From an optimization exercise on the open Yosys and OpenROAD flow, aimed at small area, a short achievable clock period and few clock cycles per item; shortcuts taken in it are not production practice.
Function was checked by simulation only, so behaviour that the tests miss may differ from the original.

exp/fjord:
Design abacus_section, start of the top module:
module abacus_section (
    input  wire        clk,
    input  wire        rst,
    input  wire        start,
    output wire        ready,
    input  wire [2:0]  opc,
    input  wire [3:0]  shift,
    input  wire [1:0]  sub,
    input  wire [1:0]  aw,
    input  wire        limen,
    input  wire [31:0] opa,
    input  wire [31:0] opb,
    input  wire [31:0] gaina,
    input  wire [31:0] gainb,
    input  wire [31:0] b0,
    input  wire [31:0] b1,
    input  wire [31:0] b2,
    input  wire [31:0] a1,
    input  wire [31:0] a2,
    input  wire [31:0] limhi,
    input  wire [31:0] limlo,
    input  wire [31:0] aux,
    input  wire [31:0] st0,
    input  wire [31:0] st1,
    output reg         done,
    output reg  [31:0] y,
    output reg  [31:0] ns0,
    output reg  [31:0] ns1,
    output reg  [1:0]  ns_we,
    output reg  [2:0]  sat_cnt,
    output reg         divg
);
    localparam [2:0] OP_BQ = 3'd0, OP_SUM = 3'd1, OP_MUL = 3'd2, OP_DIVR = 3'd3,
                     OP_LIM = 3'd4, OP_SEL = 3'd5, OP_MINMAX = 3'd6, OP_HOLD = 3'd7;
    localparam X1_ZERO = 3'd0, X1_IN = 3'd1, X1_HOLD = 3'd2, X1_B0 = 3'd3,
               X1_B1 = 3'd4, X1_B2 = 3'd5, X1_CQ = 3'd6, X1_DK = 3'd7;
    localparam X2_ZERO = 3'd0, X2_IN = 3'd1, X2_HOLD = 3'd2, X2_GB = 3'd3,
               X2_A1 = 3'd4, X2_A2 = 3'd5, X2_S1 = 3'd6;
    localparam AD_S1 = 0, AD_S2 = 1, AD_B0 = 2, AD_A = 3, AD_QX = 4, AD_B = 5;
    reg        [2:0]  r_opc;
    reg        [3:0]  r_sh;
    reg        [1:0]  r_sub, r_aw;
    reg               r_limen, r_cond;
    reg        [31:0] r_a, r_b, r_gb, x1_r, x2_r;
    reg        [31:0] r_b0, r_b1, r_b2, r_a1, r_a2;
    reg        [31:0] r_hi, r_lo, r_s1, r_s2;
    reg               busy;
    reg        [4:0]  step;
    reg               lastr;
    reg               frz;       
    reg               qneg, dovf;
    reg        [2:0]  satc;      
    reg               dg;        
    wire       [33:0] qxn;       
    reg               c_ng1, c_ng2;
    reg        [5:0]  c_ad;
    reg               c_lng;     
    reg        [4:0]  c_rs;
    reg        [19:0] c_ex;
    reg               c_cnt;
    reg        [31:0] q2, lo2, hi2;
    reg               p2, n2, le2, hc2, lov2;
  ...
For scale: ~12000 cells after synthesis, ~570 I/O pins.
==> flow/config.mk <==
export PLATFORM = sky130hd
export DESIGN_NAME = abacus_section
export DESIGN_NICKNAME = abacus_section
export VERILOG_FILES = /design/flow/design.v
export SDC_FILE = /design/flow/constraint.sdc
export NUM_CORES = 4
export LEC_CHECK = 0
export ABC_AREA = 1
export CAP_MARGIN = 20
export CORE_MARGIN = 2
export CORE_UTILIZATION = 30
export PLACE_DENSITY = 0.5
export SLEW_MARGIN = 20
==> flow/constraint.sdc <==
create_clock -name core_clock -period 30.0 [get_ports {clk}]
set_input_delay 6.0000 -clock core_clock [delete_from_list [all_inputs] [get_ports {clk}]]
set_output_delay 6.0000 -clock core_clock [all_outputs]
set_load 0.01 [all_outputs]
standard.sh (not shown) runs the stock make flow with config.mk's settings and CLKGATE_MAP_FILE= SYNTH_SCRIPT=/design/flow/synth_recipe.tcl, a recipe that flattens the netlist after the stock synthesis.
==> flow/flow/run.sh <==
#!/bin/bash
# The standard layout (standard.sh: the standard synthesis and the ORFS
# steps to finish) at the design's clock and constraints, with two changes
# to how ORFS optimises it:
#  - the port buffers that buffer_ports puts on every input and output are
#    buf_2 cells rather than the larger clkdlybuf4s50_1 delay cells it picks
#    by default;
#  - ORFS's timing repair (repair_timing after floorplan, CTS and global
#    route) works on every path with less than 20.5 ns of setup slack, so the
#    resizer also speeds up the paths that set the achieved period.
# The layout's full output goes to standard.log in the work folder; ORFS
# keeps each step's own log under orfs/logs/.
set -euo pipefail
export BUFFER_PORTS_ARGS="-buffer_cell sky130_fd_sc_hd__buf_2"
export SETUP_SLACK_MARGIN=20.5
export TNS_END_PERCENT=30
bash standard.sh > standard.log 2>&1
exp/fjord has completed all stages; timing, DRC and antenna checks passed.
Testbench counts of exp/fjord, summed over its fixed seeds: cycles 27,723, sections 8,000.
> inputs changed (exp/fjord -> exp/violet)
==> flow/run.sh (new file) <==
#!/bin/bash
# synth_recipe.tcl (not shown) runs the flow's synth.tcl, then flattens the netlist and writes it again
# the make line also repeats each setting of config.mk as NAME=value (left out here)
make -C /OpenROAD-flow-scripts/flow DESIGN_CONFIG=/design/flow/config.mk WORK_HOME=/design/flow/orfs CLKGATE_MAP_FILE= SYNTH_SCRIPT=/design/flow/synth_recipe.tcl finish
removed: flow/flow/run.sh
removed: flow/standard.sh
[summary]
exp/fjord → exp/violet: number of fill cells in the layout increased by about 1.3% relative to the old numbers, global-route usage decreased by 0.74 points relative to the old numbers, final sum of negative setup slack closely matched the old numbers.
Looking at post-DP HPWL across both flows, exp/violet is the weaker of the two, with exp/fjord ahead.
Setup slack down 3.30 ns in exp/violet wrt exp/fjord
Of exp/violet and exp/fjord, it is exp/violet that has the lower required time of the worst setup path.
Looking at critical path depth across exp/violet and exp/fjord, the one that comes out lower is exp/violet.
exp/violet did not stop at any stage, and its layout met the timing, design-rule and antenna checks.
#### Input delta (exp/garnet over exp/violet)
==> flow/flow/run.sh (new file) <==
#!/bin/bash
# The standard layout (standard.sh: the standard synthesis and the ORFS
# steps to finish) at the design's clock and constraints, with two changes
# to how ORFS optimises it:
#  - the port buffers that buffer_ports puts on every input and output are
#    buf_2 cells rather than the larger clkdlybuf4s50_1 delay cells it picks
#    by default;
#  - ORFS's timing repair (repair_timing after floorplan, CTS and global
#    route) works on every path with less than 22 ns of setup slack, so the
#    resizer also speeds up the paths that set the achieved period.
# The layout's full output goes to standard.log in the work folder; ORFS
# keeps each step's own log under orfs/logs/.
set -euo pipefail
export BUFFER_PORTS_ARGS="-buffer_cell sky130_fd_sc_hd__buf_2"
export SETUP_SLACK_MARGIN=22
export TNS_END_PERCENT=40
bash standard.sh > standard.log 2>&1
==> flow/standard.sh (new file) <==
#!/bin/bash
# synth_recipe.tcl (not shown) runs the flow's synth.tcl, then flattens the netlist and writes it again
# the make line also repeats each setting of config.mk as NAME=value (left out here)
make -C /OpenROAD-flow-scripts/flow DESIGN_CONFIG=/design/flow/config.mk WORK_HOME=/design/flow/orfs CLKGATE_MAP_FILE= SYNTH_SCRIPT=/design/flow/synth_recipe.tcl "${@:-finish}"
removed: flow/run.sh
==> run summary <==
- What the final checks of exp/garnet revealed, after a flow that finished every stage, was a layout that fails on antenna rules.
- Sequential cell area share in exp/garnet vs exp/violet: down 1.6 points
- In exp/garnet, transition time at the pin with the least slew margin is higher than in exp/violet.
- Going from exp/violet to exp/garnet, peak fanout along the critical path fell about 50%; worst setup slack rose 3.29 ns.
- Against exp/violet, final cell count in exp/garnet rose by a few percent.
- [exp/garnet vs exp/violet] number of gates resized after CTS: higher in exp/garnet
Input-level comparison between exp/willow and exp/garnet:
--- a/flow/flow/run.sh
+++ b/flow/flow/run.sh
@@ -8,3 +8,3 @@
 #  - ORFS's timing repair (repair_timing after floorplan, CTS and global
-#    route) works on every path with less than 22 ns of setup slack, so the
+#    route) works on every path with less than 20.5 ns of setup slack, so the
 #    resizer also speeds up the paths that set the achieved period.
@@ -14,4 +14,4 @@
 export BUFFER_PORTS_ARGS="-buffer_cell sky130_fd_sc_hd__buf_2"
-export SETUP_SLACK_MARGIN=22
-export TNS_END_PERCENT=40
+export SETUP_SLACK_MARGIN=20.5
+export TNS_END_PERCENT=10
 bash standard.sh > standard.log 2>&1
==> comparison <==
- exp/willow has completed all stages; timing, DRC and antenna checks passed.
- For the post-detailed-route via-to-cell ratio, exp/willow came in 0.42% higher than exp/garnet did.
- Taking exp/garnet as the reference, in exp/willow setup slack -0.098 ns, worst hold slack after final layout level, routed length per placed instance did not really move.
- For exp/willow, the critical path capture point was c_ex[10], unlike exp/garnet, where it was lov2.
- exp/willow has sequential share of layout area above what exp/garnet had.
- exp/willow vs exp/garnet: critical path depth up by a little under 10%
- The final reports for exp/willow and exp/garnet show detailed router's first-iteration violation count higher in the former.
The following lists how exp/delta was set up differently from exp/willow:
--- a/flow/flow/run.sh
+++ b/flow/flow/run.sh
@@ -8,3 +8,3 @@
 #  - ORFS's timing repair (repair_timing after floorplan, CTS and global
-#    route) works on every path with less than 20.5 ns of setup slack, so the
+#    route) works on every path with less than 19 ns of setup slack, so the
 #    resizer also speeds up the paths that set the achieved period.
@@ -14,4 +14,4 @@
 export BUFFER_PORTS_ARGS="-buffer_cell sky130_fd_sc_hd__buf_2"
-export SETUP_SLACK_MARGIN=20.5
-export TNS_END_PERCENT=10
+export SETUP_SLACK_MARGIN=19
+export TNS_END_PERCENT=20
 bash standard.sh > standard.log 2>&1
Number of standard cells in the final layout excluding fillers on exp/delta is down relative to exp/willow. Comparing exp/willow and exp/delta, critical path depth is higher on exp/willow. Between exp/willow and exp/delta, worst setup slack is lower for exp/delta, exp/willow comes in above that. exp/delta vs exp/willow, final clock period utilization by the worst path went up by 3.1 points. Any difference in half-perimeter wire length of the detailed placement result between exp/willow and exp/delta is small enough to ignore. | clock-cell share of area | higher: exp/delta |.

==> afterwards: timing with drivers on the ports <==
Ports are ideal in the flow. The routed layouts listed here were re-timed in OpenROAD. Step 1 sets driving cells, clkbuf_16 on the clock port and buf_2 on the other inputs (assumed; they add their load-dependent delay and slew). Step 2, shift: input delay + t, output delay - t, t = (earliest + latest rising clock arrival at the registers) / 2. This alone moves slack from input paths to output paths. Three values: ideal, step 1, step 2; two values: the first two.
run | shift t [ns] | setup slack, ns | worst data-port slew with drivers (ns)
exp/fjord | 0.810 | 19.947 / 19.947 / 19.259 | 0.35
exp/violet | 0.816 | 16.651 / 16.651 / 16.651 | 0.11
exp/garnet | 0.830 | 19.938 / 19.938 / 19.938 | 0.30
exp/willow | 0.800 | 19.840 / 19.840 / 19.165 | 0.34
exp/delta | 0.842 | 18.915 / 18.949 / 18.145 | 0.33
The setup slack of exp/delta, which loses most, moves by +0.034 ns with the drivers and by -0.770 ns with both steps.
